Source: an optimization exercise on an open RTL-to-GDS flow (aim: small area, a short achievable clock period and few clock cycles per item). Production flows keep margins and buffers that such runs may drop.
In this exercise RTL edits were held to simulation tests only and were not proved equivalent to the original.

==> module seal_engine, before the edit <==
module seal_engine (
    input  wire         clk,
    input  wire         rst,
    input  wire         in_valid,
    output wire         in_ready,
    input  wire [127:0] in_key,
    input  wire [16:0]  in_line,
    input  wire [255:0] in_data,
    output reg          out_valid,
    output wire [255:0] out_data
);
    reg         run;         
    reg [5:0]   cnt;         
    reg         fin1;        
    reg [127:0] state;       
    reg [127:0] mu;          
    reg [143:0] mi;          
    reg [127:0] t0, t1;      
    reg [127:0] rk;          
    reg [35:0]  km;          
    reg [31:0]  ku;          
    reg [31:0]  kw3;         
    reg  load1;                  
    reg  mid0;                   
    reg  mid1;                   
    reg  fin0;                   
    reg  last;                   
    reg  kfirst;                 
    reg  kstep;                  
    reg  start;                  
    reg  ksel;                   
    assign in_ready = mid1;
    assign out_data = {t0, t1};
    wire [31:0] k1w3   = ksel ? kw3 : rk[31:0];
    wire [127:0] kin   = kfirst ? in_key : rk;
    wire [31:0] k1rot = {k1w3[23:0], k1w3[31:24]};
    wire [35:0] km_next;
    wire [31:0] sub_rot;
    genvar gi;
    generate
        for (gi = 0; gi < 4; gi = gi + 1) begin : g_ksbox
            seal_sbox_top u_top (.a(k1rot[8*gi +: 8]), .n(km_next[9*gi +: 4]),
                                 .t(km_next[9*gi+4 +: 5]));
            seal_sbox_bot u_bot (.a(ku[8*gi +: 8]), .n(km[9*gi +: 4]),
                                 .t(km[9*gi+4 +: 5]), .y(sub_rot[8*gi +: 8]));
        end
    endgenerate
    reg [7:0] rcon;
    always @(*) begin
        case (cnt)
            6'd0,  6'd20: rcon = 8'h01;
            6'd2,  6'd22: rcon = 8'h02;
            6'd4,  6'd24: rcon = 8'h04;
            6'd6,  6'd26: rcon = 8'h08;
            6'd8,  6'd28: rcon = 8'h10;
            6'd10, 6'd30: rcon = 8'h20;
            6'd12, 6'd32: rcon = 8'h40;
            6'd14, 6'd34: rcon = 8'h80;
            6'd16, 6'd36: rcon = 8'h1b;
            default:      rcon = 8'h36;
        endcase
    end
    wire [31:0] w0 = kin[127:96];
    wire [31:0] w1 = kin[95:64];
    wire [31:0] w2 = kin[63:32];
    wire [31:0] w3 = kin[31:0];
    wire [31:0] f  = sub_rot ^ {rcon, 24'h0};
    wire [127:0] rkn = {w0 ^ f, (w0 ^ w1) ^ f, (w0 ^ w1 ^ w2) ^ f, (w0 ^ w1 ^ w2 ^ w3) ^ f};
    wire [143:0] mi_next;
    generate
        for (gi = 0; gi < 16; gi = gi + 1) begin : g_top
            seal_sbox_top u_top (.a(state[8*gi +: 8]), .n(mi_next[9*gi +: 4]),
                                 .t(mi_next[9*gi+4 +: 5]));
        end
    endgenerate
    wire [127:0] sb;
    generate
        for (gi = 0; gi < 16; gi = gi + 1) begin : g_bot
            seal_sbox_bot u_bot (.a(mu[8*gi +: 8]), .n(mi[9*gi +: 4]), .t(mi[9*gi+4 +: 5]),
                                 .y(sb[8*gi +: 8]));
        end
    endgenerate
    wire [127:0] sr;
    generate
        for (gi = 0; gi < 16; gi = gi + 1) begin : g_shift
            localparam integer R = gi % 4;
            localparam integer C = gi / 4;
            localparam integer SRC = R + 4 * ((C + R) % 4);
            assign sr[127-8*gi -: 8] = sb[127-8*SRC -: 8];
        end
    endgenerate
    function [7:0] xtime;
        input [7:0] a;
        xtime = {a[6:0], 1'b0} ^ (a[7] ? 8'h1b : 8'h00);
    endfunction
    wire [127:0] mc;
    generate
        for (gi = 0; gi < 4; gi = gi + 1) begin : g_mix
            wire [7:0] a0 = sr[127-32*gi -: 8];
            wire [7:0] a1 = sr[119-32*gi -: 8];
            wire [7:0] a2 = sr[111-32*gi -: 8];
            wire [7:0] a3 = sr[103-32*gi -: 8];
            assign mc[127-32*gi -: 8] = xtime(a0 ^ a1) ^ a1 ^ a2 ^ a3;
            assign mc[119-32*gi -: 8] = xtime(a1 ^ a2) ^ a0 ^ a2 ^ a3;
            assign mc[111-32*gi -: 8] = xtime(a2 ^ a3) ^ a0 ^ a1 ^ a3;
            assign mc[103-32*gi -: 8] = xtime(a3 ^ a0) ^ a0 ^ a1 ^ a2;
        end
    endgenerate
    wire [127:0] pk;
    wire [127:0] kx  = rk ^ (fin0 ? t0 : fin1 ? t1 : 128'b0);
    wire [127:0] out = (last ? sr : mc) ^ kx;
    wire [127:0] xk = {110'b0, load1, in_line} ^ in_key;
    assign pk = (mid0 ? in_data[255:128] : in_data[127:0]) ^ in_key;
    always @(posedge clk) begin
        kw3 <= in_key[31:0];
        km  <= km_next;
        ku  <= k1rot;
        mu  <= state;
        mi  <= mi_next;
        if (start || load1)
            state <= xk;
        else
            state <= out ^ (mid0 || mid1 ? pk : 128'b0);
        if (kstep)
            rk <= rkn;
        if (mid0 || fin0)
            t0 <= out;
        if (mid1 || fin1)
            t1 <= out;
    end
    reg       run_n;
    reg [5:0] cnt_n;
    always @(*) begin
        run_n = run;
        cnt_n = cnt;
        if (rst) begin
            run_n = 1'b0;
            cnt_n = 6'd0;
        end else if (start) begin
            run_n = 1'b1;
            cnt_n = 6'd0;
        end else if (fin0) begin
            run_n = 1'b0;
            cnt_n = 6'd0;
        end else if (run) begin
            cnt_n = cnt + 6'd1;
        end
    end
    always @(posedge clk) begin
        run    <= run_n;
        cnt    <= cnt_n;
        load1  <= run_n && (cnt_n == 6'd0);
        mid0   <= run_n && (cnt_n == 6'd19);
        mid1   <= run_n && (cnt_n == 6'd20);
        fin0   <= run_n && (cnt_n == 6'd39);
        last   <= run_n && ((cnt_n == 6'd19) || (cnt_n == 6'd20) || (cnt_n == 6'd39))
                  || (fin0 && !rst);
        kfirst <= run_n && ((cnt_n == 6'd0) || (cnt_n == 6'd20));
        kstep  <= run_n && !cnt_n[0] && (cnt_n <= 6'd38);
        start  <= !rst && in_valid && !in_ready && (!run_n || (cnt_n == 6'd39));
        ksel   <= !rst && in_valid && !in_ready && (!run_n || (cnt_n == 6'd39))
                  || run_n && (cnt_n == 6'd19);
        if (rst) begin
            fin1      <= 1'b0;
            out_valid <= 1'b0;
        end else begin
            fin1      <= fin0;
            out_valid <= fin1;
        end
    end
endmodule
clock: 11.0 ns
lec_check: 0
abc_area: 1
cap_margin: 20
core_margin: 2
core_utilization: 40
slew_margin: 20
standard.sh (not shown) runs the stock make flow with config.mk's settings and CLKGATE_MAP_FILE= SYNTH_SCRIPT=/design/flow/synth_recipe.tcl, a recipe that flattens the netlist after the stock synthesis.
==> flow/flow/run.sh <==
#!/bin/bash
# Own layout flow: the standard synthesis, then the combinational logic of
# its netlist is mapped again to the standard cells with flow/remap.abc (the
# registers stay the standard synthesis's cells, with their names), then the standard flow's
# standard layout from floorplan to finish on that netlist.
set -euo pipefail
W=$(pwd)
R=$W/orfs/results/$FLOW_PLATFORM/seal_engine/base
LIB=$FLOW_HOME/platforms/$FLOW_PLATFORM/lib/sky130_fd_sc_hd__tt_025C_1v80.lib
YOSYS=$(command -v yosys || echo /OpenROAD-flow-scripts/tools/install/yosys/bin/yosys)

bash standard.sh synth > std_synth.log 2>&1

cp $R/1_2_yosys.v $W/std_1_2_yosys.v
# registers and tie cells stay as they are: blackbox stubs for their types
SEQ=$(grep -oE 'sky130_fd_sc_hd__[a-z0-9_]+' $W/std_1_2_yosys.v | sort -u \
      | grep -E '__(df|edf|sdf|sedf|dl|conb)' | sed 's/^/=/' | tr '\n' ' ')
cat > $W/remap.ys <<EOT
read_liberty -lib $LIB
select $SEQ
write_verilog -blackboxes -selected $W/remap_stubs.v
design -reset
read_liberty -wb -ignore_miss_func $LIB
read_verilog -lib -overwrite $W/remap_stubs.v
read_verilog $W/std_1_2_yosys.v
hierarchy -check -top $FLOW_TOP
flatten -wb
opt_clean -purge
tee -o $W/remap_before.txt stat
abc -script $W/flow/remap.abc -liberty $LIB -dont_use *lpflow* -dont_use *probe* -constr $W/remap.constr -D 11000
opt_clean -purge
hilomap -singleton -hicell sky130_fd_sc_hd__conb_1 HI -locell sky130_fd_sc_hd__conb_1 LO
splitnets
opt_clean -purge
rename -hide w:* i:* %d o:* %d
tee -o $W/remap_stat.txt stat -liberty $LIB
write_verilog -noattr -noexpr -nohex -nodec $R/1_2_yosys.v
EOT
printf 'set_driving_cell sky130_fd_sc_hd__buf_1\nset_load 5\n' > $W/remap.constr
$YOSYS -l $W/remap_yosys.log -q -s $W/remap.ys > /dev/null 2>&1
$YOSYS -l $W/remap_check.log -q -p "read_liberty -lib $LIB; read_verilog $R/1_2_yosys.v; hierarchy -check -top $FLOW_TOP; check -assert" > /dev/null 2>&1
rm -f $R/1_synth.odb $R/1_synth.sdc

bash standard.sh SETUP_SLACK_MARGIN=6.8 finish > std_finish.log 2>&1
==> flow/flow/remap.abc <==
strash
dc2
&get -n
&st
&dch -f
&nf
&put
buffer -c
upsize -c
dnsize -c
The first run completed with no timing, DRC or antenna violations.
Testbench counts at the start, summed over its fixed seeds: cycles 15,384, lines 384.
Rerun with:
--- a/flow/design.v
+++ b/flow/design.v
@@ -276,5 +276,5 @@
     endgenerate
     wire [127:0] pk;
-    wire [127:0] kx  = rk ^ (fin0 ? t0 : fin1 ? t1 : 128'b0);
+    wire [127:0] kx  = mid0 || mid1 ? rk ^ pk : rk;
     wire [127:0] out = (last ? sr : mc) ^ kx;
     wire [127:0] xk = {110'b0, load1, in_line} ^ in_key;
@@ -289,11 +289,11 @@
             state <= xk;
         else
-            state <= out ^ (mid0 || mid1 ? pk : 128'b0);
+            state <= out;
         if (kstep)
             rk <= rkn;
         if (mid0 || fin0)
-            t0 <= out;
+            t0 <= out ^ (mid0 ? pk : t0);
         if (mid1 || fin1)
-            t1 <= out;
+            t1 <= out ^ (mid1 ? pk : t1);
     end
     reg       run_n;
Result:
- The new run finished with timing, DRC and antenna clean
- clock-buffer cell count drops by 2
- global-route usage is lower by 0.28 points
- wire length grows by 1.4%
- via count is higher by 4.8%
- final area came out higher by 2.1%
- cell count rises by 6.6%
- maximum frequency barely changes
Testbench counts after the change, summed over its fixed seeds: cycles 15,384, lines 384.

## what the ideal ports hide
The flow's constraints put no driver on any port. The routed layouts listed below were extracted and timed again, unchanged, in two steps.
Step 1 (the two cells are an assumption about what drives the block):
set clk [get_ports {clk}]
set_driving_cell -lib_cell sky130_fd_sc_hd__clkbuf_16 $clk
set_driving_cell -lib_cell sky130_fd_sc_hd__buf_2 [delete_from_list [all_inputs] $clk]
Step 2 adds t to the input delays and takes it off the output delays; t is the mean of the earliest and latest rising clock arrival at the registers after step 1. Input paths then give back, and output paths get back, about the clock's delay inside the block.
a / b / c = ideal / step 1 / step 2; a / b = the first two.
| run | t, ns | setup slack, ns | worst setup path after step 2 | pins driven straight from the clock port |
|---|---|---|---|---|
| the first run | 0.801 | 6.800 / 6.800 / 6.063 | input to register | 1 |
| the second run | 0.805 | 6.808 / 6.801 / 6.049 | input to register | 1 |
After both steps setup and hold are still met in every run listed. The setup slack of the second run, which loses most, moves by -0.007 ns with the drivers and by -0.759 ns with both steps.
